Background: an optimization exercise with open tools, aiming at small area, a short achievable clock period and few clock cycles per item. Do not read the settings as production practice. The RTL was checked by simulation tests, not by an equivalence proof against the original design. Power and IR drop assume default switching activity.

--- flow/config.mk ---
export PLATFORM = sky130hd
export DESIGN_NAME = deq32
export DESIGN_NICKNAME = deq32
export VERILOG_FILES = /design/flow/design.v
export SDC_FILE = /design/flow/constraint.sdc
export NUM_CORES = 4
export LEC_CHECK = 0
export CAP_MARGIN = 20
export CORE_MARGIN = 2
export CORE_UTILIZATION = 60
export SLEW_MARGIN = 20
--- flow/constraint.sdc ---
create_clock -name core_clock -period 24.0 [get_ports {clk}]
set_input_delay 4.8000 -clock core_clock [delete_from_list [all_inputs] [get_ports {clk}]]
set_output_delay 4.8000 -clock core_clock [all_outputs]
set_load 0.01 [all_outputs]
--- flow/design.v ---
module deq32 (
  input  wire               clk,
  input  wire               rst,         
  input  wire               in_valid,
  output wire               in_ready,
  input  wire [1:0]         in_mode,     
  input  wire signed [31:0] in_p0,       
  input  wire signed [31:0] in_p1,
  input  wire signed [31:0] in_p2,
  input  wire signed [31:0] in_p3,
  input  wire signed [31:0] in_p4,
  input  wire signed [31:0] in_p5,
  input  wire signed [9:0]  in_c,        
  input  wire signed [9:0]  in_es,       
  output wire               out_valid,
  input  wire               out_ready,
  output wire [31:0]        out_f        
);
  wire m23 = in_mode[1];
  wire m3  = in_mode[1] & in_mode[0];
  wire [31:0] ra  = {~in_p0[31], in_p0[30:0]};
  wire [31:0] rb1 = {~in_p1[31], in_p1[30:0]};
  wire [31:0] rb2 = {~in_p2[31], in_p2[30:0]};
  wire [31:0] rc0 = {~in_p3[31], in_p3[30:0]};
  wire [31:0] rc1 = {~in_p4[31], in_p4[30:0]};
  wire [31:0] rc2 = {~in_p5[31], in_p5[30:0]};
  wire [47:0] t;
  wire f1 = m23 & rc0[0];
  wire f2 = m3 & rc1[0];
  wire f3 = m3 & rc2[0];
  wire f4 = m23 & rc0[1];
  wire f5 = m3 & rc1[1];
  wire f6 = m3 & rc2[1];
  wire f7 = m23 & rc0[2];
  wire f8 = m3 & rc1[2];
  wire f9 = m3 & rc2[2];
  wire f10 = m23 & rc0[3];
  wire f11 = m3 & rc1[3];
  wire f12 = m3 & rc2[3];
  wire f13 = m23 & rc0[4];
  wire f14 = m3 & rc1[4];
  wire f15 = m3 & rc2[4];
  wire f16 = m23 & rc0[5];
  wire f17 = m3 & rc1[5];
  wire f18 = m3 & rc2[5];
  wire f19 = m23 & rc0[6];
  wire f20 = m3 & rc1[6];
  wire f21 = m3 & rc2[6];
  wire f22 = m23 & rc0[7];
  wire f23 = m3 & rc1[7];
  wire f24 = m3 & rc2[7];
  wire f25 = m23 & (rb1[0] ^ rb2[0] ^ rc0[8]);
  wire f26 = m23 & ((rb1[0] & rb2[0]) | (rb1[0] & rc0[8]) | (rb2[0] & rc0[8]));
  wire f27 = m3 & rc1[8];
  wire f28 = m3 & rc2[8];
  wire f29 = m23 & (rb1[1] ^ rb2[1] ^ rc0[9]);
  wire f30 = m23 & ((rb1[1] & rb2[1]) | (rb1[1] & rc0[9]) | (rb2[1] & rc0[9]));
  wire f31 = m3 & rc1[9];
  wire f32 = m3 & rc2[9];
  wire f33 = m23 & (rb1[2] ^ rb2[2] ^ rc0[10]);
  wire f34 = m23 & ((rb1[2] & rb2[2]) | (rb1[2] & rc0[10]) | (rb2[2] & rc0[10]));
  wire f35 = m3 & rc1[10];
  wire f36 = m3 & rc2[10];
  wire f37 = m23 & (rb1[3] ^ rb2[3] ^ rc0[11]);
  wire f38 = m23 & ((rb1[3] & rb2[3]) | (rb1[3] & rc0[11]) | (rb2[3] & rc0[11]));
  wire f39 = m3 & rc1[11];
  wire f40 = m3 & rc2[11];
  wire f41 = m23 & (rb1[4] ^ rb2[4] ^ rc0[12]);
  wire f42 = m23 & ((rb1[4] & rb2[4]) | (rb1[4] & rc0[12]) | (rb2[4] & rc0[12]));
  wire f43 = m3 & rc1[12];
  wire f44 = m3 & rc2[12];
  wire f45 = m23 & (rb1[5] ^ rb2[5] ^ rc0[13]);
  wire f46 = m23 & ((rb1[5] & rb2[5]) | (rb1[5] & rc0[13]) | (rb2[5] & rc0[13]));
  wire f47 = m3 & rc1[13];
  wire f48 = m3 & rc2[13];
  wire f49 = m23 & (rb1[6] ^ rb2[6] ^ rc0[14]);
  wire f50 = m23 & ((rb1[6] & rb2[6]) | (rb1[6] & rc0[14]) | (rb2[6] & rc0[14]));
  wire f51 = m3 & rc1[14];
  wire f52 = m3 & rc2[14];
  wire f53 = m23 & (rb1[7] ^ rb2[7] ^ rc0[15]);
  wire f54 = m23 & ((rb1[7] & rb2[7]) | (rb1[7] & rc0[15]) | (rb2[7] & rc0[15]));
  wire f55 = m3 & rc1[15];
  wire f56 = m3 & rc2[15];
  wire f57 = m23 & (rb1[8] ^ rb2[8] ^ rc0[16]);
  wire f58 = m23 & ((rb1[8] & rb2[8]) | (rb1[8] & rc0[16]) | (rb2[8] & rc0[16]));
  wire f59 = m3 & rc1[16];
  wire f60 = m3 & rc2[16];
  wire f61 = m23 & (rb1[9] ^ rb2[9] ^ rc0[17]);
  wire f62 = m23 & ((rb1[9] & rb2[9]) | (rb1[9] & rc0[17]) | (rb2[9] & rc0[17]));
  wire f63 = m3 & rc1[17];
  wire f64 = m3 & rc2[17];
  wire f65 = m23 & (rb1[10] ^ rb2[10] ^ rc0[18]);
  wire f66 = m23 & ((rb1[10] & rb2[10]) | (rb1[10] & rc0[18]) | (rb2[10] & rc0[18]));
  wire f67 = m3 & rc1[18];
  wire f68 = m3 & rc2[18];
  wire f69 = m23 & (rb1[11] ^ rb2[11] ^ rc0[19]);
  wire f70 = m23 & ((rb1[11] & rb2[11]) | (rb1[11] & rc0[19]) | (rb2[11] & rc0[19]));
  wire f71 = m3 & rc1[19];
  wire f72 = m3 & rc2[19];
  wire f73 = m23 & (rb1[12] ^ rb2[12] ^ rc0[20]);
  wire f74 = m23 & ((rb1[12] & rb2[12]) | (rb1[12] & rc0[20]) | (rb2[12] & rc0[20]));
  wire f75 = m3 & rc1[20];
  wire f76 = m3 & rc2[20];
  wire f77 = m23 & (rb1[13] ^ rb2[13] ^ rc0[21]);
  wire f78 = m23 & ((rb1[13] & rb2[13]) | (rb1[13] & rc0[21]) | (rb2[13] & rc0[21]));
  wire f79 = m3 & rc1[21];
  wire f80 = m3 & rc2[21];
  wire f81 = m23 & (rb1[14] ^ rb2[14] ^ rc0[22]);
  wire f82 = m23 & ((rb1[14] & rb2[14]) | (rb1[14] & rc0[22]) | (rb2[14] & rc0[22]));
  wire f83 = m3 & rc1[22];
  wire f84 = m3 & rc2[22];
  wire f85 = m23 & (rb1[15] ^ rb2[15] ^ rc0[23]);
  wire f86 = m23 & ((rb1[15] & rb2[15]) | (rb1[15] & rc0[23]) | (rb2[15] & rc0[23]));
  wire f87 = m3 & rc1[23];
  wire f88 = m3 & rc2[23];
  wire f89 = m23 & (rb1[16] ^ rb2[16] ^ rc0[24]);
  wire f90 = m23 & ((rb1[16] & rb2[16]) | (rb1[16] & rc0[24]) | (rb2[16] & rc0[24]));
  wire f91 = m3 & rc1[24];
  wire f92 = m3 & rc2[24];
  wire f93 = m23 & (rb1[17] ^ rb2[17] ^ rc0[25]);
  wire f94 = m23 & ((rb1[17] & rb2[17]) | (rb1[17] & rc0[25]) | (rb2[17] & rc0[25]));
  wire f95 = m3 & rc1[25];
  wire f96 = m3 & rc2[25];
  wire f97 = m23 & (rb1[18] ^ rb2[18] ^ rc0[26]);
  wire f98 = m23 & ((rb1[18] & rb2[18]) | (rb1[18] & rc0[26]) | (rb2[18] & rc0[26]));
  wire f99 = m3 & rc1[26];
  wire f100 = m3 & rc2[26];
  wire f101 = m23 & (rb1[19] ^ rb2[19] ^ rc0[27]);
  wire f102 = m23 & ((rb1[19] & rb2[19]) | (rb1[19] & rc0[27]) | (rb2[19] & rc0[27]));
  wire f103 = m3 & rc1[27];
  wire f104 = m3 & rc2[27];
  wire f105 = m23 & (rb1[20] ^ rb2[20] ^ rc0[28]);
  wire f106 = m23 & ((rb1[20] & rb2[20]) | (rb1[20] & rc0[28]) | (rb2[20] & rc0[28]));
  wire f107 = m3 & rc1[28];
  wire f108 = m3 & rc2[28];
  wire f109 = m23 & (rb1[21] ^ rb2[21] ^ rc0[29]);
  wire f110 = m23 & ((rb1[21] & rb2[21]) | (rb1[21] & rc0[29]) | (rb2[21] & rc0[29]));
  wire f111 = m3 & rc1[29];
  wire f112 = m3 & rc2[29];
  wire f113 = m23 & (rb1[22] ^ rb2[22] ^ rc0[30]);
  wire f114 = m23 & ((rb1[22] & rb2[22]) | (rb1[22] & rc0[30]) | (rb2[22] & rc0[30]));
  wire f115 = m3 & rc1[30];
  wire f116 = m3 & rc2[30];
  wire f117 = m23 & (rb1[23] ^ rb2[23] ^ rc0[31]);
  wire f118 = m23 & ((rb1[23] & rb2[23]) | (rb1[23] & rc0[31]) | (rb2[23] & rc0[31]));
  wire f119 = m3 & rc1[31];
  wire f120 = m3 & rc2[31];
  wire f121 = m23 & rb1[24];
  wire f122 = m23 & rb2[24];
  wire f123 = m23 & rb1[25];
  wire f124 = m23 & rb2[25];
  wire f125 = m23 & rb1[26];
  wire f126 = m23 & rb2[26];
  wire f127 = m23 & rb1[27];
  wire f128 = m23 & rb2[27];
  wire f129 = m23 & rb1[28];
  wire f130 = m23 & rb2[28];
  wire f131 = m23 & rb1[29];
  wire f132 = m23 & rb2[29];
  wire f133 = m23 & rb1[30];
  wire f134 = m23 & rb2[30];
  wire f135 = m23 & rb1[31];
  wire f136 = m23 & rb2[31];
  wire f137 = m23;
  wire f138 = (m23 & ~m3);
  wire f139 = m23;
  wire f140 = m23;
  wire f141 = m23;
  wire f142 = m23;
  wire f143 = m23;
  wire f144 = m23;
  wire f145 = m23;
  wire f146 = m23;
  wire f147 = m23;
  wire f148 = m23;
  wire f149 = m23;
  wire f150 = m23;
  wire f151 = m23;
  wire f152 = ~m23;
  wire ds1 = f54 ^ ra[0];
  wire dc1 = f54 & ra[0];
  wire ds2 = f58 ^ ra[1] ^ f61;
  wire dc2 = (f58 & ra[1]) | (f58 & f61) | (ra[1] & f61);
  wire ds3 = f62 ^ ra[2] ^ f65;
  wire dc3 = (f62 & ra[2]) | (f62 & f65) | (ra[2] & f65);
  wire ds4 = f66 ^ ra[3] ^ f69;
  wire dc4 = (f66 & ra[3]) | (f66 & f69) | (ra[3] & f69);
  wire ds5 = f70 ^ ra[4] ^ f73;
  wire dc5 = (f70 & ra[4]) | (f70 & f73) | (ra[4] & f73);
  wire ds6 = f74 ^ ra[5] ^ f77;
  wire dc6 = (f74 & ra[5]) | (f74 & f77) | (ra[5] & f77);
  wire ds7 = f78 ^ ra[6] ^ f81;
  wire dc7 = (f78 & ra[6]) | (f78 & f81) | (ra[6] & f81);
  wire ds8 = f82 ^ ra[7] ^ f85;
  wire dc8 = (f82 & ra[7]) | (f82 & f85) | (ra[7] & f85);
  wire ds9 = f86 ^ ra[8] ^ f89;
  wire dc9 = (f86 & ra[8]) | (f86 & f89) | (ra[8] & f89);
  wire ds10 = f90 ^ ra[9] ^ f93;
  wire dc10 = (f90 & ra[9]) | (f90 & f93) | (ra[9] & f93);
  wire ds11 = f94 ^ ra[10] ^ f97;
  wire dc11 = (f94 & ra[10]) | (f94 & f97) | (ra[10] & f97);
  wire ds12 = f98 ^ ra[11] ^ f101;
  wire dc12 = (f98 & ra[11]) | (f98 & f101) | (ra[11] & f101);
  wire ds13 = f102 ^ ra[12] ^ f105;
  wire dc13 = (f102 & ra[12]) | (f102 & f105) | (ra[12] & f105);
  wire ds14 = f106 ^ ra[13] ^ f109;
  wire dc14 = (f106 & ra[13]) | (f106 & f109) | (ra[13] & f109);
  wire ds15 = f110 ^ ra[14] ^ f113;
  wire dc15 = (f110 & ra[14]) | (f110 & f113) | (ra[14] & f113);
  wire ds16 = f114 ^ ra[15] ^ f117;
  wire dc16 = (f114 & ra[15]) | (f114 & f117) | (ra[15] & f117);
  wire ds17 = f119 ^ f120;
  wire dc17 = f119 & f120;
  wire ds18 = f118 ^ ra[16] ^ f121;
  wire dc18 = (f118 & ra[16]) | (f118 & f121) | (ra[16] & f121);
  wire ds19 = f122 ^ f138;
  wire dc19 = f122 & f138;
  wire ds20 = ra[17] ^ f123 ^ f124;
  wire dc20 = (ra[17] & f123) | (ra[17] & f124) | (f123 & f124);
  wire ds21 = ra[18] ^ f125;
  wire dc21 = ra[18] & f125;
  wire ds22 = ra[19] ^ f127;
  wire dc22 = ra[19] & f127;
  wire ds23 = ra[20] ^ f129;
  wire dc23 = ra[20] & f129;
  wire ds24 = ra[21] ^ f131;
  wire dc24 = ra[21] & f131;
  wire ds25 = ra[22] ^ f133;
  wire dc25 = ra[22] & f133;
  wire ds26 = ra[23] ^ f135;
  wire dc26 = ra[23] & f135;
  wire ds27 = f26 ^ f29;
  wire dc27 = f26 & f29;
  wire ds28 = f30 ^ f33 ^ f35;
  wire dc28 = (f30 & f33) | (f30 & f35) | (f33 & f35);
  wire ds29 = f34 ^ f37 ^ f39;
  wire dc29 = (f34 & f37) | (f34 & f39) | (f37 & f39);
  wire ds30 = f38 ^ f41 ^ f43;
  wire dc30 = (f38 & f41) | (f38 & f43) | (f41 & f43);
  wire ds31 = f42 ^ f45 ^ f47;
  wire dc31 = (f42 & f45) | (f42 & f47) | (f45 & f47);
  wire ds32 = f46 ^ f49 ^ f51;
  wire dc32 = (f46 & f49) | (f46 & f51) | (f49 & f51);
  wire ds33 = f50 ^ f53 ^ f55;
  wire dc33 = (f50 & f53) | (f50 & f55) | (f53 & f55);
  wire ds34 = ds1 ^ f57 ^ f59;
  wire dc34 = (ds1 & f57) | (ds1 & f59) | (f57 & f59);
  wire ds35 = dc1 ^ ds2 ^ f63;
  wire dc35 = (dc1 & ds2) | (dc1 & f63) | (ds2 & f63);
  wire ds36 = dc2 ^ ds3 ^ f67;
  wire dc36 = (dc2 & ds3) | (dc2 & f67) | (ds3 & f67);
  wire ds37 = dc3 ^ ds4 ^ f71;
  wire dc37 = (dc3 & ds4) | (dc3 & f71) | (ds4 & f71);
  wire ds38 = dc4 ^ ds5 ^ f75;
  wire dc38 = (dc4 & ds5) | (dc4 & f75) | (ds5 & f75);
  wire ds39 = dc5 ^ ds6 ^ f79;
  wire dc39 = (dc5 & ds6) | (dc5 & f79) | (ds6 & f79);
  wire ds40 = dc6 ^ ds7 ^ f83;
  wire dc40 = (dc6 & ds7) | (dc6 & f83) | (ds7 & f83);
  wire ds41 = dc7 ^ ds8 ^ f87;
  wire dc41 = (dc7 & ds8) | (dc7 & f87) | (ds8 & f87);
  wire ds42 = dc8 ^ ds9 ^ f91;
  wire dc42 = (dc8 & ds9) | (dc8 & f91) | (ds9 & f91);
  wire ds43 = dc9 ^ ds10 ^ f95;
  wire dc43 = (dc9 & ds10) | (dc9 & f95) | (ds10 & f95);
  wire ds44 = dc10 ^ ds11 ^ f99;
  wire dc44 = (dc10 & ds11) | (dc10 & f99) | (ds11 & f99);
  wire ds45 = dc11 ^ ds12 ^ f103;
  wire dc45 = (dc11 & ds12) | (dc11 & f103) | (ds12 & f103);
  wire ds46 = dc12 ^ ds13 ^ f107;
  wire dc46 = (dc12 & ds13) | (dc12 & f107) | (ds13 & f107);
  wire ds47 = dc13 ^ ds14 ^ f111;
  wire dc47 = (dc13 & ds14) | (dc13 & f111) | (ds14 & f111);
  wire ds48 = dc14 ^ ds15 ^ f115;
  wire dc48 = (dc14 & ds15) | (dc14 & f115) | (ds15 & f115);
  wire ds49 = dc15 ^ ds16 ^ ds17;
  wire dc49 = (dc15 & ds16) | (dc15 & ds17) | (ds16 & ds17);
  wire ds50 = dc16 ^ dc17 ^ ds18;
  wire dc50 = (dc16 & dc17) | (dc16 & ds18) | (dc17 & ds18);
  wire ds51 = dc18 ^ dc19 ^ ds20;
  wire dc51 = (dc18 & dc19) | (dc18 & ds20) | (dc19 & ds20);
  wire ds52 = dc20 ^ ds21 ^ f126;
  wire dc52 = (dc20 & ds21) | (dc20 & f126) | (ds21 & f126);
  wire ds53 = dc21 ^ ds22 ^ f128;
  wire dc53 = (dc21 & ds22) | (dc21 & f128) | (ds22 & f128);
  wire ds54 = dc22 ^ ds23 ^ f130;
  wire dc54 = (dc22 & ds23) | (dc22 & f130) | (ds23 & f130);
  wire ds55 = dc23 ^ ds24 ^ f132;
  wire dc55 = (dc23 & ds24) | (dc23 & f132) | (ds24 & f132);
  wire ds56 = dc24 ^ ds25 ^ f134;
  wire dc56 = (dc24 & ds25) | (dc24 & f134) | (ds25 & f134);
  wire ds57 = dc25 ^ ds26 ^ f136;
  wire dc57 = (dc25 & ds26) | (dc25 & f136) | (ds26 & f136);
  wire ds58 = f1 ^ f2;
  wire dc58 = f1 & f2;
  wire ds59 = f4 ^ f5 ^ f6;
  wire dc59 = (f4 & f5) | (f4 & f6) | (f5 & f6);
  wire ds60 = f7 ^ f8 ^ f9;
  wire dc60 = (f7 & f8) | (f7 & f9) | (f8 & f9);
  wire ds61 = f10 ^ f11 ^ f12;
  wire dc61 = (f10 & f11) | (f10 & f12) | (f11 & f12);
  wire ds62 = f13 ^ f14 ^ f15;
  wire dc62 = (f13 & f14) | (f13 & f15) | (f14 & f15);
  wire ds63 = f16 ^ f17 ^ f18;
  wire dc63 = (f16 & f17) | (f16 & f18) | (f17 & f18);
  wire ds64 = f19 ^ f20 ^ f21;
  wire dc64 = (f19 & f20) | (f19 & f21) | (f20 & f21);
  wire ds65 = f22 ^ f23 ^ f24;
  wire dc65 = (f22 & f23) | (f22 & f24) | (f23 & f24);
  wire ds66 = f25 ^ f27 ^ f28;
  wire dc66 = (f25 & f27) | (f25 & f28) | (f27 & f28);
  wire ds67 = ds27 ^ f31 ^ f32;
  wire dc67 = (ds27 & f31) | (ds27 & f32) | (f31 & f32);
  wire ds68 = dc27 ^ ds28 ^ f36;
  wire dc68 = (dc27 & ds28) | (dc27 & f36) | (ds28 & f36);
  wire ds69 = dc28 ^ ds29 ^ f40;
  wire dc69 = (dc28 & ds29) | (dc28 & f40) | (ds29 & f40);
  wire ds70 = dc29 ^ ds30 ^ f44;
  wire dc70 = (dc29 & ds30) | (dc29 & f44) | (ds30 & f44);
  wire ds71 = dc30 ^ ds31 ^ f48;
  wire dc71 = (dc30 & ds31) | (dc30 & f48) | (ds31 & f48);
  wire ds72 = dc31 ^ ds32 ^ f52;
  wire dc72 = (dc31 & ds32) | (dc31 & f52) | (ds32 & f52);
  wire ds73 = dc32 ^ ds33 ^ f56;
  wire dc73 = (dc32 & ds33) | (dc32 & f56) | (ds33 & f56);
  wire ds74 = dc33 ^ ds34 ^ f60;
  wire dc74 = (dc33 & ds34) | (dc33 & f60) | (ds34 & f60);
  wire ds75 = dc34 ^ ds35 ^ f64;
  wire dc75 = (dc34 & ds35) | (dc34 & f64) | (ds35 & f64);
  wire ds76 = dc35 ^ ds36 ^ f68;
  wire dc76 = (dc35 & ds36) | (dc35 & f68) | (ds36 & f68);
  wire ds77 = dc36 ^ ds37 ^ f72;
  wire dc77 = (dc36 & ds37) | (dc36 & f72) | (ds37 & f72);
  wire ds78 = dc37 ^ ds38 ^ f76;
  wire dc78 = (dc37 & ds38) | (dc37 & f76) | (ds38 & f76);
  wire ds79 = dc38 ^ ds39 ^ f80;
  wire dc79 = (dc38 & ds39) | (dc38 & f80) | (ds39 & f80);
  wire ds80 = dc39 ^ ds40 ^ f84;
  wire dc80 = (dc39 & ds40) | (dc39 & f84) | (ds40 & f84);
  wire ds81 = dc40 ^ ds41 ^ f88;
  wire dc81 = (dc40 & ds41) | (dc40 & f88) | (ds41 & f88);
  wire ds82 = dc41 ^ ds42 ^ f92;
  wire dc82 = (dc41 & ds42) | (dc41 & f92) | (ds42 & f92);
  wire ds83 = dc42 ^ ds43 ^ f96;
  wire dc83 = (dc42 & ds43) | (dc42 & f96) | (ds43 & f96);
  wire ds84 = dc43 ^ ds44 ^ f100;
  wire dc84 = (dc43 & ds44) | (dc43 & f100) | (ds44 & f100);
  wire ds85 = dc44 ^ ds45 ^ f104;
  wire dc85 = (dc44 & ds45) | (dc44 & f104) | (ds45 & f104);
  wire ds86 = dc45 ^ ds46 ^ f108;
  wire dc86 = (dc45 & ds46) | (dc45 & f108) | (ds46 & f108);
  wire ds87 = dc46 ^ ds47 ^ f112;
  wire dc87 = (dc46 & ds47) | (dc46 & f112) | (ds47 & f112);
  wire ds88 = dc47 ^ ds48 ^ f116;
  wire dc88 = (dc47 & ds48) | (dc47 & f116) | (ds48 & f116);
  wire ds89 = dc48 ^ ds49 ^ f137;
  wire dc89 = (dc48 & ds49) | (dc48 & f137) | (ds49 & f137);
  wire ds90 = dc49 ^ ds50 ^ ds19;
  wire dc90 = (dc49 & ds50) | (dc49 & ds19) | (ds50 & ds19);
  wire ds91 = dc50 ^ ds51 ^ f139;
  wire dc91 = (dc50 & ds51) | (dc50 & f139) | (ds51 & f139);
  wire ds92 = dc51 ^ ds52 ^ f140;
  wire dc92 = (dc51 & ds52) | (dc51 & f140) | (ds52 & f140);
  wire ds93 = dc52 ^ ds53 ^ f141;
  wire dc93 = (dc52 & ds53) | (dc52 & f141) | (ds53 & f141);
  wire ds94 = dc53 ^ ds54 ^ f142;
  wire dc94 = (dc53 & ds54) | (dc53 & f142) | (ds54 & f142);
  wire ds95 = dc54 ^ ds55 ^ f143;
  wire dc95 = (dc54 & ds55) | (dc54 & f143) | (ds55 & f143);
  wire ds96 = dc55 ^ ds56 ^ f144;
  wire dc96 = (dc55 & ds56) | (dc55 & f144) | (ds56 & f144);
  wire ds97 = dc56 ^ ds57 ^ f145;
  wire dc97 = (dc56 & ds57) | (dc56 & f145) | (ds57 & f145);
  wire ds98 = dc57 ^ dc26 ^ ra[24];
  wire dc98 = (dc57 & dc26) | (dc57 & ra[24]) | (dc26 & ra[24]);
  wire ds99 = ra[25] ^ f146;
  wire dc99 = ra[25] & f146;
  wire ds100 = ra[26] ^ f147;
  wire dc100 = ra[26] & f147;
  wire ds101 = ra[27] ^ f148;
  wire dc101 = ra[27] & f148;
  wire ds102 = ra[28] ^ f149;
  wire dc102 = ra[28] & f149;
  wire ds103 = ra[29] ^ f150;
  wire dc103 = ra[29] & f150;
  wire ds104 = ra[30] ^ f151;
  wire dc104 = ra[30] & f151;
  wire ds105 = ra[31] ^ f152;
  wire dc105 = ra[31] & f152;
  wire [47:0] tx = {dc104, dc103, dc102, dc101, dc100, dc99, dc98, dc97, dc96, dc95, dc94, dc93, dc92, dc91, dc90, dc89, dc88, dc87, dc86, dc85, dc84, dc83, dc82, dc81, dc80, dc79, dc78, dc77, dc76, dc75, dc74, dc73, dc72, dc71, dc70, dc69, dc68, dc67, dc66, dc65, dc64, dc63, dc62, dc61, dc60, dc59, dc58, ds58};
  wire [47:0] ty = {ds105, ds104, ds103, ds102, ds101, ds100, ds99, ds98, ds97, ds96, ds95, ds94, ds93, ds92, ds91, ds90, ds89, ds88, ds87, ds86, ds85, ds84, ds83, ds82, ds81, ds80, ds79, ds78, ds77, ds76, ds75, ds74, ds73, ds72, ds71, ds70, ds69, ds68, ds67, ds66, ds65, ds64, ds63, ds62, ds61, ds60, ds59, f3};
  wire [47:0] cp_p0 = tx ^ ty;
  wire [47:0] cp_g0 = tx & ty;
  wire cp_gg1 = cp_g0[1] | (cp_p0[1] & cp_g0[0]);
  wire cp_gg2 = cp_g0[3] | (cp_p0[3] & cp_g0[2]);
  wire cp_pp2 = cp_p0[3] & cp_p0[2];
  wire cp_gg3 = cp_g0[5] | (cp_p0[5] & cp_g0[4]);
  wire cp_pp3 = cp_p0[5] & cp_p0[4];
  wire cp_gg4 = cp_g0[7] | (cp_p0[7] & cp_g0[6]);
  wire cp_pp4 = cp_p0[7] & cp_p0[6];
  wire cp_gg5 = cp_g0[9] | (cp_p0[9] & cp_g0[8]);
  wire cp_pp5 = cp_p0[9] & cp_p0[8];
  wire cp_gg6 = cp_g0[11] | (cp_p0[11] & cp_g0[10]);
  wire cp_pp6 = cp_p0[11] & cp_p0[10];
  wire cp_gg7 = cp_g0[13] | (cp_p0[13] & cp_g0[12]);
  wire cp_pp7 = cp_p0[13] & cp_p0[12];
  wire cp_gg8 = cp_g0[15] | (cp_p0[15] & cp_g0[14]);
  wire cp_pp8 = cp_p0[15] & cp_p0[14];
  wire cp_gg9 = cp_g0[17] | (cp_p0[17] & cp_g0[16]);
  wire cp_pp9 = cp_p0[17] & cp_p0[16];
  wire cp_gg10 = cp_g0[19] | (cp_p0[19] & cp_g0[18]);
  wire cp_pp10 = cp_p0[19] & cp_p0[18];
  wire cp_gg11 = cp_g0[21] | (cp_p0[21] & cp_g0[20]);
  wire cp_pp11 = cp_p0[21] & cp_p0[20];
  wire cp_gg12 = cp_g0[23] | (cp_p0[23] & cp_g0[22]);
  wire cp_pp12 = cp_p0[23] & cp_p0[22];
  wire cp_gg13 = cp_g0[25] | (cp_p0[25] & cp_g0[24]);
  wire cp_pp13 = cp_p0[25] & cp_p0[24];
  wire cp_gg14 = cp_g0[27] | (cp_p0[27] & cp_g0[26]);
  wire cp_pp14 = cp_p0[27] & cp_p0[26];
  wire cp_gg15 = cp_g0[29] | (cp_p0[29] & cp_g0[28]);
  wire cp_pp15 = cp_p0[29] & cp_p0[28];
  wire cp_gg16 = cp_g0[31] | (cp_p0[31] & cp_g0[30]);
  wire cp_pp16 = cp_p0[31] & cp_p0[30];
  wire cp_gg17 = cp_g0[33] | (cp_p0[33] & cp_g0[32]);
  wire cp_pp17 = cp_p0[33] & cp_p0[32];
  wire cp_gg18 = cp_g0[35] | (cp_p0[35] & cp_g0[34]);
  wire cp_pp18 = cp_p0[35] & cp_p0[34];
  wire cp_gg19 = cp_g0[37] | (cp_p0[37] & cp_g0[36]);
  wire cp_pp19 = cp_p0[37] & cp_p0[36];
  wire cp_gg20 = cp_g0[39] | (cp_p0[39] & cp_g0[38]);
  wire cp_pp20 = cp_p0[39] & cp_p0[38];
  wire cp_gg21 = cp_g0[41] | (cp_p0[41] & cp_g0[40]);
  wire cp_pp21 = cp_p0[41] & cp_p0[40];
  wire cp_gg22 = cp_g0[43] | (cp_p0[43] & cp_g0[42]);
  wire cp_pp22 = cp_p0[43] & cp_p0[42];
  wire cp_gg23 = cp_g0[45] | (cp_p0[45] & cp_g0[44]);
  wire cp_pp23 = cp_p0[45] & cp_p0[44];
  wire cp_gg24 = cp_g0[47] | (cp_p0[47] & cp_g0[46]);
  wire cp_pp24 = cp_p0[47] & cp_p0[46];
  wire cp_gg25 = cp_g0[2] | (cp_p0[2] & cp_gg1);
  wire cp_gg26 = cp_gg2 | (cp_pp2 & cp_gg1);
  wire cp_gg27 = cp_g0[6] | (cp_p0[6] & cp_gg3);
  wire cp_pp27 = cp_p0[6] & cp_pp3;
  wire cp_gg28 = cp_gg4 | (cp_pp4 & cp_gg3);
  wire cp_pp28 = cp_pp4 & cp_pp3;
  wire cp_gg29 = cp_g0[10] | (cp_p0[10] & cp_gg5);
  wire cp_pp29 = cp_p0[10] & cp_pp5;
  wire cp_gg30 = cp_gg6 | (cp_pp6 & cp_gg5);
  wire cp_pp30 = cp_pp6 & cp_pp5;
  wire cp_gg31 = cp_g0[14] | (cp_p0[14] & cp_gg7);
  wire cp_pp31 = cp_p0[14] & cp_pp7;
  wire cp_gg32 = cp_gg8 | (cp_pp8 & cp_gg7);
  wire cp_pp32 = cp_pp8 & cp_pp7;
  wire cp_gg33 = cp_g0[18] | (cp_p0[18] & cp_gg9);
  wire cp_pp33 = cp_p0[18] & cp_pp9;
  wire cp_gg34 = cp_gg10 | (cp_pp10 & cp_gg9);
  wire cp_pp34 = cp_pp10 & cp_pp9;
  wire cp_gg35 = cp_g0[22] | (cp_p0[22] & cp_gg11);
  wire cp_pp35 = cp_p0[22] & cp_pp11;
  wire cp_gg36 = cp_gg12 | (cp_pp12 & cp_gg11);
  wire cp_pp36 = cp_pp12 & cp_pp11;
  wire cp_gg37 = cp_g0[26] | (cp_p0[26] & cp_gg13);
  wire cp_pp37 = cp_p0[26] & cp_pp13;
  wire cp_gg38 = cp_gg14 | (cp_pp14 & cp_gg13);
  wire cp_pp38 = cp_pp14 & cp_pp13;
  wire cp_gg39 = cp_g0[30] | (cp_p0[30] & cp_gg15);
  wire cp_pp39 = cp_p0[30] & cp_pp15;
  wire cp_gg40 = cp_gg16 | (cp_pp16 & cp_gg15);
  wire cp_pp40 = cp_pp16 & cp_pp15;
  wire cp_gg41 = cp_g0[34] | (cp_p0[34] & cp_gg17);
  wire cp_pp41 = cp_p0[34] & cp_pp17;
  wire cp_gg42 = cp_gg18 | (cp_pp18 & cp_gg17);
  wire cp_pp42 = cp_pp18 & cp_pp17;
  wire cp_gg43 = cp_g0[38] | (cp_p0[38] & cp_gg19);
  wire cp_pp43 = cp_p0[38] & cp_pp19;
  wire cp_gg44 = cp_gg20 | (cp_pp20 & cp_gg19);
  wire cp_pp44 = cp_pp20 & cp_pp19;
  wire cp_gg45 = cp_g0[42] | (cp_p0[42] & cp_gg21);
  wire cp_pp45 = cp_p0[42] & cp_pp21;
  wire cp_gg46 = cp_gg22 | (cp_pp22 & cp_gg21);
  wire cp_pp46 = cp_pp22 & cp_pp21;
  wire cp_gg47 = cp_g0[46] | (cp_p0[46] & cp_gg23);
  wire cp_pp47 = cp_p0[46] & cp_pp23;
  wire cp_gg48 = cp_gg24 | (cp_pp24 & cp_gg23);
  wire cp_pp48 = cp_pp24 & cp_pp23;
  wire cp_gg49 = cp_g0[4] | (cp_p0[4] & cp_gg26);
  wire cp_gg50 = cp_gg3 | (cp_pp3 & cp_gg26);
  wire cp_gg51 = cp_gg27 | (cp_pp27 & cp_gg26);
  wire cp_gg52 = cp_gg28 | (cp_pp28 & cp_gg26);
  wire cp_gg53 = cp_g0[12] | (cp_p0[12] & cp_gg30);
  wire cp_pp53 = cp_p0[12] & cp_pp30;
  wire cp_gg54 = cp_gg7 | (cp_pp7 & cp_gg30);
  wire cp_pp54 = cp_pp7 & cp_pp30;
  wire cp_gg55 = cp_gg31 | (cp_pp31 & cp_gg30);
  wire cp_pp55 = cp_pp31 & cp_pp30;
  wire cp_gg56 = cp_gg32 | (cp_pp32 & cp_gg30);
  wire cp_pp56 = cp_pp32 & cp_pp30;
  wire cp_gg57 = cp_g0[20] | (cp_p0[20] & cp_gg34);
  wire cp_pp57 = cp_p0[20] & cp_pp34;
  wire cp_gg58 = cp_gg11 | (cp_pp11 & cp_gg34);
  wire cp_pp58 = cp_pp11 & cp_pp34;
  wire cp_gg59 = cp_gg35 | (cp_pp35 & cp_gg34);
  wire cp_pp59 = cp_pp35 & cp_pp34;
  wire cp_gg60 = cp_gg36 | (cp_pp36 & cp_gg34);
  wire cp_pp60 = cp_pp36 & cp_pp34;
  wire cp_gg61 = cp_g0[28] | (cp_p0[28] & cp_gg38);
  wire cp_pp61 = cp_p0[28] & cp_pp38;
  wire cp_gg62 = cp_gg15 | (cp_pp15 & cp_gg38);
  wire cp_pp62 = cp_pp15 & cp_pp38;
  wire cp_gg63 = cp_gg39 | (cp_pp39 & cp_gg38);
  wire cp_pp63 = cp_pp39 & cp_pp38;
  wire cp_gg64 = cp_gg40 | (cp_pp40 & cp_gg38);
  wire cp_pp64 = cp_pp40 & cp_pp38;
  wire cp_gg65 = cp_g0[36] | (cp_p0[36] & cp_gg42);
  wire cp_pp65 = cp_p0[36] & cp_pp42;
  wire cp_gg66 = cp_gg19 | (cp_pp19 & cp_gg42);
  wire cp_pp66 = cp_pp19 & cp_pp42;
  wire cp_gg67 = cp_gg43 | (cp_pp43 & cp_gg42);
  wire cp_pp67 = cp_pp43 & cp_pp42;
  wire cp_gg68 = cp_gg44 | (cp_pp44 & cp_gg42);
  wire cp_pp68 = cp_pp44 & cp_pp42;
  wire cp_gg69 = cp_g0[44] | (cp_p0[44] & cp_gg46);
  wire cp_pp69 = cp_p0[44] & cp_pp46;
  wire cp_gg70 = cp_gg23 | (cp_pp23 & cp_gg46);
  wire cp_pp70 = cp_pp23 & cp_pp46;
  wire cp_gg71 = cp_gg47 | (cp_pp47 & cp_gg46);
  wire cp_pp71 = cp_pp47 & cp_pp46;
  wire cp_gg72 = cp_gg48 | (cp_pp48 & cp_gg46);
  wire cp_pp72 = cp_pp48 & cp_pp46;
  wire cp_gg73 = cp_g0[8] | (cp_p0[8] & cp_gg52);
  wire cp_gg74 = cp_gg5 | (cp_pp5 & cp_gg52);
  wire cp_gg75 = cp_gg29 | (cp_pp29 & cp_gg52);
  wire cp_gg76 = cp_gg30 | (cp_pp30 & cp_gg52);
  wire cp_gg77 = cp_gg53 | (cp_pp53 & cp_gg52);
  wire cp_gg78 = cp_gg54 | (cp_pp54 & cp_gg52);
  wire cp_gg79 = cp_gg55 | (cp_pp55 & cp_gg52);
  wire cp_gg80 = cp_gg56 | (cp_pp56 & cp_gg52);
  wire cp_gg81 = cp_g0[24] | (cp_p0[24] & cp_gg60);
  wire cp_pp81 = cp_p0[24] & cp_pp60;
  wire cp_gg82 = cp_gg13 | (cp_pp13 & cp_gg60);
  wire cp_pp82 = cp_pp13 & cp_pp60;
  wire cp_gg83 = cp_gg37 | (cp_pp37 & cp_gg60);
  wire cp_pp83 = cp_pp37 & cp_pp60;
  wire cp_gg84 = cp_gg38 | (cp_pp38 & cp_gg60);
  wire cp_pp84 = cp_pp38 & cp_pp60;
  wire cp_gg85 = cp_gg61 | (cp_pp61 & cp_gg60);
  wire cp_pp85 = cp_pp61 & cp_pp60;
  wire cp_gg86 = cp_gg62 | (cp_pp62 & cp_gg60);
  wire cp_pp86 = cp_pp62 & cp_pp60;
  wire cp_gg87 = cp_gg63 | (cp_pp63 & cp_gg60);
  wire cp_pp87 = cp_pp63 & cp_pp60;
  wire cp_gg88 = cp_gg64 | (cp_pp64 & cp_gg60);
  wire cp_pp88 = cp_pp64 & cp_pp60;
  wire cp_gg89 = cp_g0[40] | (cp_p0[40] & cp_gg68);
  wire cp_pp89 = cp_p0[40] & cp_pp68;
  wire cp_gg90 = cp_gg21 | (cp_pp21 & cp_gg68);
  wire cp_pp90 = cp_pp21 & cp_pp68;
  wire cp_gg91 = cp_gg45 | (cp_pp45 & cp_gg68);
  wire cp_pp91 = cp_pp45 & cp_pp68;
  wire cp_gg92 = cp_gg46 | (cp_pp46 & cp_gg68);
  wire cp_pp92 = cp_pp46 & cp_pp68;
  wire cp_gg93 = cp_gg69 | (cp_pp69 & cp_gg68);
  wire cp_pp93 = cp_pp69 & cp_pp68;
  wire cp_gg94 = cp_gg70 | (cp_pp70 & cp_gg68);
  wire cp_pp94 = cp_pp70 & cp_pp68;
  wire cp_gg95 = cp_gg71 | (cp_pp71 & cp_gg68);
  wire cp_pp95 = cp_pp71 & cp_pp68;
  wire cp_gg96 = cp_gg72 | (cp_pp72 & cp_gg68);
  wire cp_pp96 = cp_pp72 & cp_pp68;
  wire cp_gg97 = cp_g0[16] | (cp_p0[16] & cp_gg80);
  wire cp_gg98 = cp_gg9 | (cp_pp9 & cp_gg80);
  wire cp_gg99 = cp_gg33 | (cp_pp33 & cp_gg80);
  wire cp_gg100 = cp_gg34 | (cp_pp34 & cp_gg80);
  wire cp_gg101 = cp_gg57 | (cp_pp57 & cp_gg80);
  wire cp_gg102 = cp_gg58 | (cp_pp58 & cp_gg80);
  wire cp_gg103 = cp_gg59 | (cp_pp59 & cp_gg80);
  wire cp_gg104 = cp_gg60 | (cp_pp60 & cp_gg80);
  wire cp_gg105 = cp_gg81 | (cp_pp81 & cp_gg80);
  wire cp_gg106 = cp_gg82 | (cp_pp82 & cp_gg80);
  wire cp_gg107 = cp_gg83 | (cp_pp83 & cp_gg80);
  wire cp_gg108 = cp_gg84 | (cp_pp84 & cp_gg80);
  wire cp_gg109 = cp_gg85 | (cp_pp85 & cp_gg80);
  wire cp_gg110 = cp_gg86 | (cp_pp86 & cp_gg80);
  wire cp_gg111 = cp_gg87 | (cp_pp87 & cp_gg80);
  wire cp_gg112 = cp_gg88 | (cp_pp88 & cp_gg80);
  wire cp_gg113 = cp_g0[32] | (cp_p0[32] & cp_gg112);
  wire cp_gg114 = cp_gg17 | (cp_pp17 & cp_gg112);
  wire cp_gg115 = cp_gg41 | (cp_pp41 & cp_gg112);
  wire cp_gg116 = cp_gg42 | (cp_pp42 & cp_gg112);
  wire cp_gg117 = cp_gg65 | (cp_pp65 & cp_gg112);
  wire cp_gg118 = cp_gg66 | (cp_pp66 & cp_gg112);
  wire cp_gg119 = cp_gg67 | (cp_pp67 & cp_gg112);
  wire cp_gg120 = cp_gg68 | (cp_pp68 & cp_gg112);
  wire cp_gg121 = cp_gg89 | (cp_pp89 & cp_gg112);
  wire cp_gg122 = cp_gg90 | (cp_pp90 & cp_gg112);
  wire cp_gg123 = cp_gg91 | (cp_pp91 & cp_gg112);
  wire cp_gg124 = cp_gg92 | (cp_pp92 & cp_gg112);
  wire cp_gg125 = cp_gg93 | (cp_pp93 & cp_gg112);
  wire cp_gg126 = cp_gg94 | (cp_pp94 & cp_gg112);
  wire cp_gg127 = cp_gg95 | (cp_pp95 & cp_gg112);
  wire cp_gg128 = cp_gg96 | (cp_pp96 & cp_gg112);
  wire [47:0] cp_c = {cp_gg127, cp_gg126, cp_gg125, cp_gg124, cp_gg123, cp_gg122, cp_gg121, cp_gg120, cp_gg119, cp_gg118, cp_gg117, cp_gg116, cp_gg115, cp_gg114, cp_gg113, cp_gg112, cp_gg111, cp_gg110, cp_gg109, cp_gg108, cp_gg107, cp_gg106, cp_gg105, cp_gg104, cp_gg103, cp_gg102, cp_gg101, cp_gg100, cp_gg99, cp_gg98, cp_gg97, cp_gg80, cp_gg79, cp_gg78, cp_gg77, cp_gg76, cp_gg75, cp_gg74, cp_gg73, cp_gg52, cp_gg51, cp_gg50, cp_gg49, cp_gg26, cp_gg25, cp_gg1, cp_g0[0], 1'b0};
  assign t = cp_p0 ^ cp_c;
  wire signed [11:0] kr = $signed({{2{in_c[9]}}, in_c}) + $signed({{2{in_es[9]}}, in_es})
                        + (m3 ? 12'sd132 : m23 ? 12'sd116 : 12'sd100);
  wire [8:0] kb = (kr < -12'sd72) ? -9'sd72 : (kr > 12'sd255) ? 9'd255 : kr[8:0];
  reg         v1_q, valid_q;
  reg  [47:0] t_q;
  reg  [8:0]  kb_q;
  reg  [31:0] f_q;
  wire [31:0] f;
  wire en = out_ready | ~valid_q;
  assign in_ready  = en;
  assign out_valid = valid_q;
  assign out_f     = f_q;
  always @(posedge clk) begin
    if (rst) begin
      v1_q    <= 1'b0;
      valid_q <= 1'b0;
    end else if (en) begin
      v1_q    <= in_valid;
      valid_q <= v1_q;
    end
  end
  always @(posedge clk) begin
    if (en) begin
      t_q  <= t;
      kb_q <= kb;
      f_q  <= f;
    end
  end
  wire        sign = t_q[47];
  wire [46:0] v    = t_q[46:0] ^ {47{sign}};
  wire              deep = $signed(kb_q) < -9'sd47;
  wire [8:0]  nk1 = ~kb_q;
  wire        snt = ~nk1[8] & (nk1[7:6] == 2'd0);
  reg  [46:0] one;
  integer i;
  always @(*)
    for (i = 0; i < 47; i = i + 1)
      one[i] = snt & (nk1[5:0] == i);
  wire [46:0] vm = v | one;
  wire [63:0] l0 = {17'd0, vm};
  wire [31:0] a1, v1; wire [15:0] v2; wire [31:0] a2; wire [7:0] v3; wire [23:0] a3;
  wire [3:0] v4; wire [15:0] a4; wire [1:0] v5; wire [9:0] a5;
  genvar g;
  generate
    for (g = 0; g < 32; g = g + 1) begin : lz1
      assign v1[g] = l0[2*g+1] | l0[2*g];
      assign a1[g] = l0[2*g+1];
    end
    for (g = 0; g < 16; g = g + 1) begin : lz2
      assign v2[g] = v1[2*g+1] | v1[2*g];
      assign a2[2*g+1:2*g] = v1[2*g+1] ? {1'b1, a1[2*g+1]} : {1'b0, a1[2*g]};
    end
    for (g = 0; g < 8; g = g + 1) begin : lz3
      assign v3[g] = v2[2*g+1] | v2[2*g];
      assign a3[3*g+2:3*g] = v2[2*g+1] ? {1'b1, a2[4*g+3:4*g+2]} : {1'b0, a2[4*g+1:4*g]};
    end
    for (g = 0; g < 4; g = g + 1) begin : lz4
      assign v4[g] = v3[2*g+1] | v3[2*g];
      assign a4[4*g+3:4*g] = v3[2*g+1] ? {1'b1, a3[6*g+5:6*g+3]} : {1'b0, a3[6*g+2:6*g]};
    end
    for (g = 0; g < 2; g = g + 1) begin : lz5
      assign v5[g] = v4[2*g+1] | v4[2*g];
      assign a5[5*g+4:5*g] = v4[2*g+1] ? {1'b1, a4[8*g+7:8*g+4]} : {1'b0, a4[8*g+3:8*g]};
    end
  endgenerate
  wire [5:0] q = v5[1] ? {1'b1, a5[9:5]} : {1'b0, a5[4:0]};
  reg  [5:0]  tz;
  always @(*) begin
    tz = 6'd47;
    for (i = 46; i >= 0; i = i - 1)
      if (t_q[i]) tz = i[5:0];
  end
  wire        zero = (tz == 6'd47);
  wire [6:0]  sh = deep ? ~kb_q[6:0] : {1'b0, q};
  wire [95:0] s6 = {25'd0, v, {24{sign}}};
  wire [87:0] s5 = sh[6] ? s6[95:64] : s6[87:0];
  wire [55:0] s4 = sh[5] ? s5[87:32] : s5[55:0];
  wire [39:0] s3 = sh[4] ? s4[55:16] : s4[39:0];
  wire [31:0] s2 = sh[3] ? s3[39:8]  : s3[31:0];
  wire [27:0] s1 = sh[2] ? s2[31:4]  : s2[27:0];
  wire [25:0] s0 = sh[1] ? s1[27:2]  : s1[25:0];
  wire [24:0] win = sh[0] ? s0[25:1] : s0[24:0];
  wire [23:0] kv  = win[24:1];
  wire        gv  = win[0];
  wire        st  = ({1'b0, tz} + 7'd25) <= sh;
  wire        inc = sign ? (gv | (~st & kv[0])) : (gv & (st | kv[0]));
  wire [24:0] mant = {1'b0, kv} + {24'd0, inc};
  wire signed [10:0] ebase = $signed({5'd0, sh}) + $signed({{2{kb_q[8]}}, kb_q});
  wire signed [10:0] fexp  = ebase + 11'sd1 + $signed({9'd0, mant[24:23]});
  assign f = zero ? 32'd0 :
             (fexp >= 11'sd255) ? {sign, 8'hFF, 23'd0}
                                : {sign, fexp[7:0], mant[22:0]};
endmodule
--- flow/flow/run.sh ---
#!/bin/bash
set -euo pipefail
bash standard.sh SETUP_SLACK_MARGIN=14 \
  BUFFER_PORTS_ARGS="-buffer_cell sky130_fd_sc_hd__buf_1" \
  finish > standard_flow.log 2>&1
--- flow/standard.sh ---
#!/bin/bash
# synth_recipe.tcl (not shown) runs the flow's synth.tcl, then flattens the netlist and writes it again
# the make line also repeats each setting of config.mk as NAME=value (left out here)
make -C /OpenROAD-flow-scripts/flow DESIGN_CONFIG=/design/flow/config.mk WORK_HOME=/design/flow/orfs CLKGATE_MAP_FILE= SYNTH_SCRIPT=/design/flow/synth_recipe.tcl "${@:-finish}"
==> run_results.csv, run 1 <==
group,metric,value,unit
sta,finalWorstPathRequiredPeriod,10.03,ns
setup_path,cp-start-kind,"input pin",
finish,nets,2652,
yosys,synthMuxAreaShare,3.28,%
finish,final_common_cell,"buf_1",
sta,fin_ws,13.97,ns
sta,finalCritPeriodShare,41.8,%
yosys,synth_edf_count,89,
finish,layout_common_cells,"buf_1, inv_1, nand2_1",
place,globalplace.congestion,1.04,
clocking,clk_latency,0.37,ns
run_status,status,"no timing/DRC/antenna violations",
clocking,cts.sinks,91,
yosys,seq_area_frac_synth,16.0,%
drt,routed_wirelength,58800,µm
setup_path,r2r_setup_slack,14.55,ns
setup_path,r2r_start,"kb_q[6]",
power,total_leakage_power,7.60,nW
drt,drc,0,
floorplanning,core_area,27800,µm²
place,portBuffers,251,
power,p_int,1.05,mW
yosys,ys_seq_elements,91,
global_route,grt-ovfl-total,0,
floorplanning,die_area,29600,µm²
min_path,holdPathEnd,"valid_q",
drt,ant_nets,0,
drt,vias,17300,
setup_path,arrival,5.23,ns
clocking,numCtsBuffers,9,
yosys,async_flop_share,0,%
floorplanning,row_count,61,
finish,area_growth,9.02,%
power,irDropWorstVdd,0.0690,mV
sta,fin_tns_setup,0,ns
global_route,grt_pass1_vias,16400,
setup_path,regToRegEndpoint,"f_q[13]",
power,switchingPower,1.38,mW
sta,final-max-slew-violation-count,0,
floorplanning,boundaryPins,252,
clocking,clk_path_buf_depth,2,
global_route,antenna_found_initial,1,
yosys,synth_nets,2489,
clocking,cts_root_buffer,"clkbuf_16",
flow_run,drv_cap,0,
yosys,yosys_most_used_dff,"edfxtp_1",
sta,rsz0062_at_grt,"true",
drt,drtIter0Drc,1981,
setup_path,crit_fanout,2,
setup_path,path_class,"input pin to output pin",
floorplanning,die_w,172,µm
sta,fmax,99.7,MHz
min_path,min_from,"v1_q",
clocking,cts_tree,"built",
power,seq_power_share,18.3,%
finish,diodes,0,
yosys,synth-compound-area-share,24.3,%
drt,drtPass1Iterations,8,
drt,viasPerCell,6.66,
power,clkPwrFrac,5.9,%
place,dp_hpwl,44300,µm
power,total_power,2.43,mW
yosys,synth_xor_area_share,5.12,%
yosys,yosys.area_share.simple,20.9,%
clocking,cts_hold_buf,0,
yosys,synth_top_family_by_area,"compound AO/OA/AOI/OAI gates",
min_path,hold_path.class,"flip-flop to flip-flop",
setup_path,ff2ff_path_depth,31,
global_route,grt_usage,38.9,%
min_path,hold-path-cell-count,2,
sta,fin_skew,0.0189,ns
global_route,grt_pass1_wl,87900,µm
sta,worst_pin_slew,1.08,ns
global_route,grt_start_max_net_pins,142,
power,p_sw_share,56.8,%
power,power_density,132,nW/µm²
clocking,clk_pin_slew,0.07,ns
yosys,ys_warn_count,1,
drt,wl_per_cell,22.7,µm
clocking,cts.htree.levels,3,
place,pre_cts_slack,13.29,ns
sta,hold_viol,0,
floorplanning,start_util,60.9,%
sta,slew_headroom,27.9,%
setup_path,worst_setup_path_end_kind,"output pin",
power,p_comb_share,75.8,%
floorplanning,die-height,172,µm
setup_path,cp.required,19.20,ns
finish,drive_gt1_share,7.68,%
yosys,ys_types,112,
yosys,synthesis.area,16900,µm²
sta,setup_viol,0,
yosys,synth_area_per_cell,8.27,µm²
yosys,synth_cells,2045,
yosys,synthAdderAreaFrac,22.2,%
[critical path, cell delays in order]
cell and delay [ns]:
buf_8 0.10, nand2b_4 0.17, buf_6 0.15
[final cells by class]
| type | count | area, µm² |
|---|---|---|
| clock inverters | 6 | 48.8 |
| repair buffers | 291 | 1310 |
| clock buffers | 10 | 229 |
| well taps | 378 | 473 |
| inverters | 189 | 716 |
| multi-input cells | 1626 | 13000 |
| flip-flops and latches | 91 | 2710 |
| fillers | 2315 | 9340 |
[repair_timing]
| action | CTS | global route |
|---|---|---|
| pin swaps | 1 | 2 |
| cloned | 2 | 1 |
| endpoints found under the setup margin | 27 | 35 |
| gates resized for setup | 12 | 32 |
| setup buffers | 5 | 10 |
[layer usage]
layer	routed length, µm	part of all wire [%]	vias up	GRT usage (%)
met5	40	0.068	-	0
met4	3270	5.6	2	20.5
met3	6260	11	243	8.08
met2	27000	46	1140	64.5
met1	22300	38	8109	47.9
li1	-	-	7758	-
[synth_stat cells, drive strengths merged, types with 14 or more instances]
library cell,count,share of area (%)
nor2b,20,0.74
o211ai,32,1.5
o21bai,15,0.67
a31oi,24,0.89
and3,43,1.6
edfxtp,89,16
a221oi,17,1.2
inv,188,4.2
a21oi,133,4.1
nand4,23,0.89
mux2,14,0.95
nor2,143,3.3
a2111oi,16,0.87
nor3,53,1.7
clkbuf,73,1.6
a21o,34,1.5
xor2,34,1.8
mux2i,37,2.2
nand2b,20,0.74
buf,68,2.3
nand2,150,3.3
a211oi,25,1.2
fa,124,15
o21ai,73,2.2
xnor2,65,3.4
nand3,89,2.8
and2,73,2.7
nor4,20,0.94
a221o,14,0.84
or3,17,0.66
ha,102,7.5
[power groups by stage]
stage                     sequential (mW)  combinational, mW  clock (mW)
after floorplan                     0.340               1.35           0
after global placement              0.431               1.71           0
after detailed placement            0.432               1.74           0
after CTS                           0.429               1.76       0.142
after global routing                0.441               1.99       0.149
final                               0.445               1.85       0.142
[cell families after synthesis]
family          after synthesis
compound gates              561
xor+xnor                     99
fa+ha+maj                   226
buf+inv                     330
flops                        91
mux                          52
other cells                   1
simple gates                685
[worst max-delay path by stage]
| stage | startpoint | endpoint | slack (ns) | cells after the start |
|---|---|---|---|---|
| 2_1_floorplan | out_ready | in_ready | 13.68 | 1 |
| 3_5_place_dp | t_q[47] | f_q[13] | 13.29 | 33 |
| 5_1_grt | in_p1[17] | t_q[47] | 13.95 | 23 |
| 3_3_place_gp | t_q[47] | f_q[13] | 13.54 | 40 |
| 4_1_cts | out_ready | in_ready | 13.96 | 3 |
| 6_report | out_ready | in_ready | 13.97 | 3 |
[flip-flops by register name (all words and copies together) (netlist names)]
signal and cells:
t_q 48, f_q 32, kb_q 9, v1_q 1, valid_q 1
[through the flow]
step	utilization, %	instance area (µm²)	hold slack, ns	std cells
CTS	65.7	18300	0.457	2580
global route	66.4	18400	0.499	2591
finish	66.4	18400	0.451	2591
floorplan	-	16900	0.419	2045
global placement	64.3	17900	0.428	2557
detailed placement	64.4	17900	0.446	2557
Testbench counts, summed over its fixed seeds: cycles 16,016, items 16,000.
==> inputs of run 2 (changes only) <==
--- a/flow/config.mk
+++ b/flow/config.mk
@@ -5,7 +5,8 @@
 export SDC_FILE = /design/flow/constraint.sdc
 export NUM_CORES = 4
 export LEC_CHECK = 0
+export ABC_AREA = 1
 export CAP_MARGIN = 20
 export CORE_MARGIN = 2
-export CORE_UTILIZATION = 60
+export CORE_UTILIZATION = 55
 export SLEW_MARGIN = 20
==> run_results.csv, run 2 <==
group,metric,value,unit
sta,hold_viol,0,
finish,final_area,16800,µm²
yosys,ys_types,69,
clocking,cts_hold_buf,0,
global_route,grt_pass1_vias,13300,
setup_path,crit_fanout,2,
yosys,yosys-top-cells-area,"edfxtp_1, fa_1, nand2_1",
global_route,antenna_found_initial,0,
drt,wl_per_cell,15.1,µm
sta,fin_skew,0.0127,ns
place,globalplace.congestion,0.951,
yosys,synth_edf_count,89,
power,total_leakage_power,8.52,nW
sta,slew_headroom,44.7,%
setup_path,r2r_start,"t_q[45]",
yosys,synth.most_common_cell,"nand2_1",
min_path,hold_path.class,"flip-flop to flip-flop",
global_route,grt_usage,28.0,%
finish,layout_common_cells,"nand2_1, inv_1, buf_1",
power,power_density,127,nW/µm²
global_route,grt_start_max_net_pins,51,
finish,drive_gt1_share,7.65,%
power,irDropWorstVdd,0.0558,mV
flow_run,drv_cap,0,
sta,fmax,98.4,MHz
min_path,min_from,"v1_q",
drt,vias,13800,
finish,nets,2728,
drt,drc,0,
min_path,holdPathEnd,"v1_q",
yosys,synth.top_cell.area_share,17.9,%
yosys,seq_area_frac_synth,18.1,%
clocking,clk_path_buf_depth,2,
setup_path,cp-start-kind,"input pin",
setup_path,r2r_setup_slack,15.03,ns
sta,fin_tns_setup,0,ns
finish,top_regs,"t_q x48, f_q x32, kb_q x9",
run_status,status,"no timing/DRC/antenna violations",
setup_path,arrival,5.36,ns
floorplanning,die_area,28500,µm²
clocking,clk_latency,0.36,ns
floorplanning,core_area,26800,µm²
floorplanning,row_count,60,
floorplanning,die-height,169,µm
setup_path,path_class,"input pin to output pin",
finish,area_growth,12.4,%
yosys,ys_seq_elements,91,
floorplanning,die_w,169,µm
floorplanning,start_util,55.8,%
setup_path,worst_setup_path_end_kind,"output pin",
yosys,async_flop_share,0,%
clocking,cts_tree,"built",
yosys,ys_warn_count,1,
setup_path,cpMostUsedCell,"buf_6",
clocking,numCtsBuffers,9,
drt,routed_wirelength,39800,µm
clocking,cts_root_buffer,"clkbuf_16",
yosys,synth_area_per_cell,7.27,µm²
finish,largest_register,"t_q",
place,dp_hpwl,32000,µm
place,pre_cts_slack,12.81,ns
finish,diodes,0,
clocking,cts.sinks,91,
finish,fill_cells,2490,
sta,fin_ws,13.84,ns
finish,largest_reg_flops,48,
global_route,grt-ovfl-total,0,
sta,finalWorstPathRequiredPeriod,10.16,ns
setup_path,worstPathCellList,"buf_6 -> nor2_4 -> clkinvlp_4 -> buf_12 -> buf_6",
floorplanning,boundaryPins,252,
sta,setup_viol,0,
drt,viasPerCell,5.24,
setup_path,cpPeakStageDelay,0.14,ns
setup_path,cp.required,19.20,ns
yosys,synthesis.area,14900,µm²
drt,ant_nets,0,
place,dpl_cell_area,16100,µm²
global_route,grt_pass1_wl,63900,µm
setup_path,ff2ff_path_depth,85,
yosys,synth_commonest_cells,"nand2_1, inv_1, nor2_1",
place,portBuffers,251,
sta,final-max-slew-violation-count,0,
drt,drtIter0Drc,803,
yosys,synth_cells,2055,
setup_path,cpMaxStageDelayCell,"buf_12",
drt,drtPass1Iterations,5,
yosys,yosys_most_used_dff,"edfxtp_1",
yosys,netlist.top_cell.by_area,"edfxtp_1",
clocking,clk_pin_slew,0.07,ns
yosys,synth_nets,2499,
sta,finalCritPeriodShare,42.3,%
clocking,cts.htree.levels,3,
finish,final_common_cell,"nand2_1",
sta,worst_pin_slew,0.826,ns
setup_path,regToRegEndpoint,"f_q[2]",
sta,rsz0062_at_grt,"true",
min_path,hold-path-cell-count,2,
[run 2: cells by family after synthesis]
| kind of cell | after synthesis | synth area share, % |
|---|---|---|
| AOI/OAI and AO/OA | 379 | 14.7 |
| xor gates and xnor gates | 104 | 6.65 |
| adders and majority gates | 226 | 25.1 |
| buffers and inverters | 521 | 14.1 |
| DFF | 91 | 18.1 |
| muxes | 6 | 0.485 |
| other | 1 | 0.0251 |
| and+or+nand+nor | 727 | 20.8 |
[run 2: layout make-up]
| cell class | instances | area [µm²] | area share [%] |
|---|---|---|---|
| timing repair inverter | 1 | 7.51 | 0.0447 |
| tap | 341 | 427 | 2.54 |
| clock inverter | 7 | 121 | 0.722 |
| inverter | 459 | 1730 | 10.3 |
| multi-input combinational | 1444 | 10300 | 61.0 |
| clock buffer | 9 | 225 | 1.34 |
| sequential | 91 | 2710 | 16.1 |
| timing repair buffer | 278 | 1330 | 7.91 |
[run 2: critical path: cells and delay by family]
family / cells / cell delay [ns]
buf+inv: 4 / 0.46
simple gates: 1 / 0.10
[run 2: metrics by stage]
step / std cells / util, % / power [mW] / hold slack (ns)
6_report: 2630 / 62.7 / 2.13 / 0.464
5_1_grt: 2630 / 62.7 / 2.37 / 0.500
4_1_cts: 2621 / 61.9 / 2.10 / 0.465
3_5_place_dp: 2598 / 59.9 / 1.92 / 0.456
3_3_place_gp: 2598 / 59.9 / 1.88 / 0.449
2_1_floorplan: 2055 / - / 1.57 / 0.438
[run 2: what timing repair did]
item / CTS / global route
pin swaps: 1 / 11
setup endpoints to repair: 18 / 44
endpoints found under the hold margin: 0 / 0
buffers inserted: 4 / 5
gates resized for setup: 16 / 30
cloned: 3 / 4
[run 2: worst max path at each step]
stage | startpoint | end | slack [ns] | cells after the start
2_1_floorplan | out_ready | in_ready | 13.22 | 2
5_1_grt | out_ready | in_ready | 13.83 | 5
4_1_cts | out_ready | in_ready | 13.82 | 5
3_5_place_dp | in_mode[1] | t_q[46] | 12.81 | 34
6_report | out_ready | in_ready | 13.84 | 5
3_3_place_gp | in_mode[1] | t_q[46] | 13.07 | 34
[run 2: per-layer routing]
metal  vias up  part of all wire, %  track usage (%)
met4         0                  2.2             6.71
met1      6396                   43             35.3
met5         -                    0                0
li1       6931                    -                -
met3        57                  4.3             2.55
met2       408                   50             51.9
[run 2: power by group]
part           internal (mW)  total [mW]  switching [mW]  leakage [nW]
logic                  0.561        1.61            1.05          7.40
registers              0.290       0.344          0.0539         0.953
clock network          0.103       0.172          0.0691         0.171
total                  0.954        2.13            1.18          8.52
==> inputs of run 3 (changes only) <==
--- a/flow/design.v
+++ b/flow/design.v
@@ -605,12 +605,13 @@
   wire signed [11:0] kr = $signed({{2{in_c[9]}}, in_c}) + $signed({{2{in_es[9]}}, in_es})
                         + (m3 ? 12'sd132 : m23 ? 12'sd116 : 12'sd100);
   wire [8:0] kb = (kr < -12'sd72) ? -9'sd72 : (kr > 12'sd255) ? 9'd255 : kr[8:0];
-  reg         v1_q, valid_q;
+  reg         v1_q, valid_q, empty_q;
   reg  [47:0] t_q;
   reg  [8:0]  kb_q;
   reg  [31:0] f_q;
   wire [31:0] f;
-  wire en = out_ready | ~valid_q;
+  wire en   = out_ready | empty_q;
+  wire en_t = en | ~v1_q;
   assign in_ready  = en;
   assign out_valid = valid_q;
   assign out_f     = f_q;
@@ -618,17 +619,20 @@
     if (rst) begin
       v1_q    <= 1'b0;
       valid_q <= 1'b0;
+      empty_q <= 1'b1;
     end else if (en) begin
       v1_q    <= in_valid;
       valid_q <= v1_q;
+      empty_q <= ~v1_q;
     end
   end
   always @(posedge clk) begin
-    if (en) begin
+    if (en_t) begin
       t_q  <= t;
       kb_q <= kb;
-      f_q  <= f;
     end
+    if (en)
+      f_q  <= f;
   end
   wire        sign = t_q[47];
   wire [46:0] v    = t_q[46:0] ^ {47{sign}};
==> run_results.csv, run 3 <==
group,metric,value,unit
run_status,status,"no timing/DRC/antenna violations",
yosys,async_flop_share,0,%
min_path,holdPathEnd,"empty_q",
yosys,netlist.top_cell.by_area,"edfxtp_1",
global_route,grt_usage,27.1,%
floorplanning,die-height,169,µm
drt,viasPerCell,5.20,
finish,final_area,16700,µm²
setup_path,regToRegEndpoint,"f_q[5]",
clocking,cts_hold_buf,0,
drt,ant_nets,0,
sta,fmax,99.1,MHz
yosys,synthesis.area,14900,µm²
setup_path,r2r_setup_slack,14.75,ns
yosys,ys_types,69,
global_route,antenna_found_initial,0,
global_route,grtUsageMet3,2.01,%
yosys,yosys-top-cells-area,"edfxtp_1, fa_1, nand2_1",
clocking,numCtsBuffers,9,
floorplanning,core_area,26700,µm²
global_route,met2_usage,47.7,%
setup_path,path_class,"input pin to output pin",
drt,drtIter0Drc,809,
place,dp_cells,2606,
power,power_density,129,nW/µm²
place,dpl_cell_area,16000,µm²
setup_path,cp-start-kind,"input pin",
yosys,synth_edf_count,89,
setup_path,arrival,5.29,ns
global_route,met1_usage,35.8,%
finish,layout_common_cells,"nand2_1, inv_1, buf_1",
finish,final_cell_count_no_fill,2645,
global_route,busiest_layer,"met2",
yosys,ys_warn_count,1,
finish,drive_gt1_share,7.38,%
power,switchingPower,1.19,mW
yosys,synth_nets,2512,
finish,final_util,62.6,%
yosys,ys_seq_elements,92,
setup_path,crit_fanout,2,
sta,fin_skew,0.00956,ns
power,irDropWorstVdd,0.0602,mV
global_route,grt_pass1_wl,62000,µm
yosys,synthAdderAreaFrac,25.3,%
clocking,clk_path_buf_depth,2,
flow_run,drv_cap,0,
setup_path,r2r_start,"t_q[47]",
yosys,synth.most_common_cell,"nand2_1",
setup_path,ff2ff_path_depth,51,
place,dp_hpwl,31200,µm
place,globalplace.congestion,0.946,
global_route,grt-ovfl-total,0,
yosys,yosys.area_share.simple,21.8,%
finish,top_regs,"t_q x48, f_q x32, kb_q x9",
finish,diodes,0,
clocking,clk_pin_slew,0.06,ns
power,p_comb_share,76.3,%
floorplanning,row_count,60,
global_route,grt_pass1_vias,12900,
setup_path,cp.required,19.20,ns
power,total_power,2.16,mW
finish,largest_register,"t_q",
yosys,synth_commonest_cells,"nand2_1, inv_1, nor2_1",
power,p_int,0.971,mW
power,clkPwrFrac,7.8,%
floorplanning,die_w,169,µm
sta,worst_pin_slew,0.897,ns
yosys,synth_xor_area_share,6.30,%
sta,fin_ws,13.91,ns
min_path,hold-path-cell-count,1,
sta,rsz0062_at_grt,"true",
sta,finalCritPeriodShare,42.0,%
min_path,min_from,"v1_q",
clocking,cts.htree.levels,3,
global_route,grt_start_max_net_pins,67,
place,portBuffers,251,
yosys,synth_top_family_by_area,"adder cells",
yosys,synth_cells,2068,
finish,area_growth,12.3,%
drt,drtPass1Iterations,6,
sta,hold_viol,0,
drt,vias,13800,
finish,largest_reg_flops,48,
clocking,cts.sinks,92,
yosys,synthMuxAreaShare,0.353,%
floorplanning,boundaryPins,252,
sta,final-max-slew-violation-count,0,
sta,setup_viol,0,
place,pre_cts_slack,13.06,ns
min_path,hold_path.class,"flip-flop to flip-flop",
floorplanning,start_util,55.7,%
yosys,seq_area_frac_synth,18.4,%
drt,drc,0,
setup_path,worst_setup_path_end_kind,"output pin",
yosys,synth-compound-area-share,14.3,%
yosys,synth.top_cell.area_share,18.0,%
sta,fin_hold_ws,0.489,ns
sta,finalWorstPathRequiredPeriod,10.09,ns
clocking,clk_latency,0.36,ns
drt,routed_wirelength,38400,µm
yosys,synth_area_per_cell,7.20,µm²
finish,nets,2743,
finish,final_common_cell,"nand2_1",
floorplanning,die_area,28400,µm²
drt,wl_per_cell,14.5,µm
sta,slew_headroom,40.1,%
power,total_leakage_power,8.46,nW
power,seq_power_share,15.9,%
power,p_sw_share,55.1,%
sta,fin_tns_setup,0,ns
clocking,cts_root_buffer,"clkbuf_16",
yosys,yosys_most_used_dff,"edfxtp_1",
clocking,cts_tree,"built",
[run 3: cell families after synthesis]
group                    Yosys count
AND/OR/NAND/NOR                  775
buffers and inverters            506
AO/OA/AOI/OAI                    365
adder cells (fa/ha/maj)          226
XOR/XNOR                          99
flip-flops                        92
multiplexers                       4
other                              1
[run 3: final cells by class]
class | count | area, µm²
clock buffers | 9 | 225
clock inverters | 7 | 120
fillers | 2471 | 10000
inverters | 442 | 1670
multi-input cells | 1471 | 10300
flip-flops and latches | 92 | 2730
well taps | 341 | 427
repair buffers | 282 | 1210
repair inverters | 1 | 5.00
[run 3: power by group through the flow]
| stage | logic (mW) | registers (mW) | clock network (mW) |
|---|---|---|---|
| floorplan | 1.21 | 0.347 | 0 |
| global placement | 1.54 | 0.346 | 0 |
| detailed placement | 1.56 | 0.349 | 0 |
| CTS | 1.58 | 0.345 | 0.172 |
| global route | 1.87 | 0.352 | 0.175 |
| finish | 1.65 | 0.344 | 0.169 |
[run 3: repair_timing]
action / 4_1_cts / 5_1_grt
cloned: 2 / 0
gates resized for setup: 13 / 41
endpoints found under the setup margin: 36 / 47
buffers inserted: 3 / 18
pin swaps: 2 / 23
[run 3: worst max-delay path by stage]
stage | startpoint | endpoint | slack (ns)
finish | out_ready | in_ready | 13.91
global placement | out_ready | in_ready | 13.27
global route | out_ready | in_ready | 13.90
floorplan | out_ready | in_ready | 13.82
CTS | out_ready | in_ready | 13.89
detailed placement | in_mode[1] | t_q[43] | 13.06
[run 3: critical path, stage by stage]
cell,delay (ns)
buf_6,0.09
nor2_4,0.10
clkinvlp_4,0.15
buf_6,0.15
[run 3: layer usage]
metal / part of all wire [%] / up-vias
li1: - / 6976
met3: 4.1 / 54
met2: 48 / 406
met1: 45 / 6328
met4: 2.8 / 0
met5: 0 / -
Testbench counts of run 3, summed over its fixed seeds: cycles 16,016, items 16,000.

-- afterwards: timing with drivers on the ports --
The results above use ideal ports. As a check the final layouts listed here were re-extracted and re-timed, cells and wires unchanged.
Step 1 sets driving cells, clkbuf_16 on the clock port and buf_2 on the other inputs (assumed; they add their load-dependent delay and slew).
Step 2 times the ports against the registers' clock, not the clock port: input delays grow and output delays shrink by t, the midpoint of the rising clock arrivals with the driver on.
Three values: ideal, step 1, step 2; two values: the first two.
run | t, ns | setup WS [ns] | pins driven straight from the clock port
run 1 | 0.411 | 13.974 / 13.935 / 13.729 | 1
run 2 | 0.405 | 13.836 / 13.806 / 13.806 | 1
run 3 | 0.405 | 13.910 / 13.874 / 13.874 | 1
After both steps every run listed still meets setup and hold. The setup slack of run 1, which loses most, moves by -0.039 ns with the drivers and by -0.245 ns with both steps.
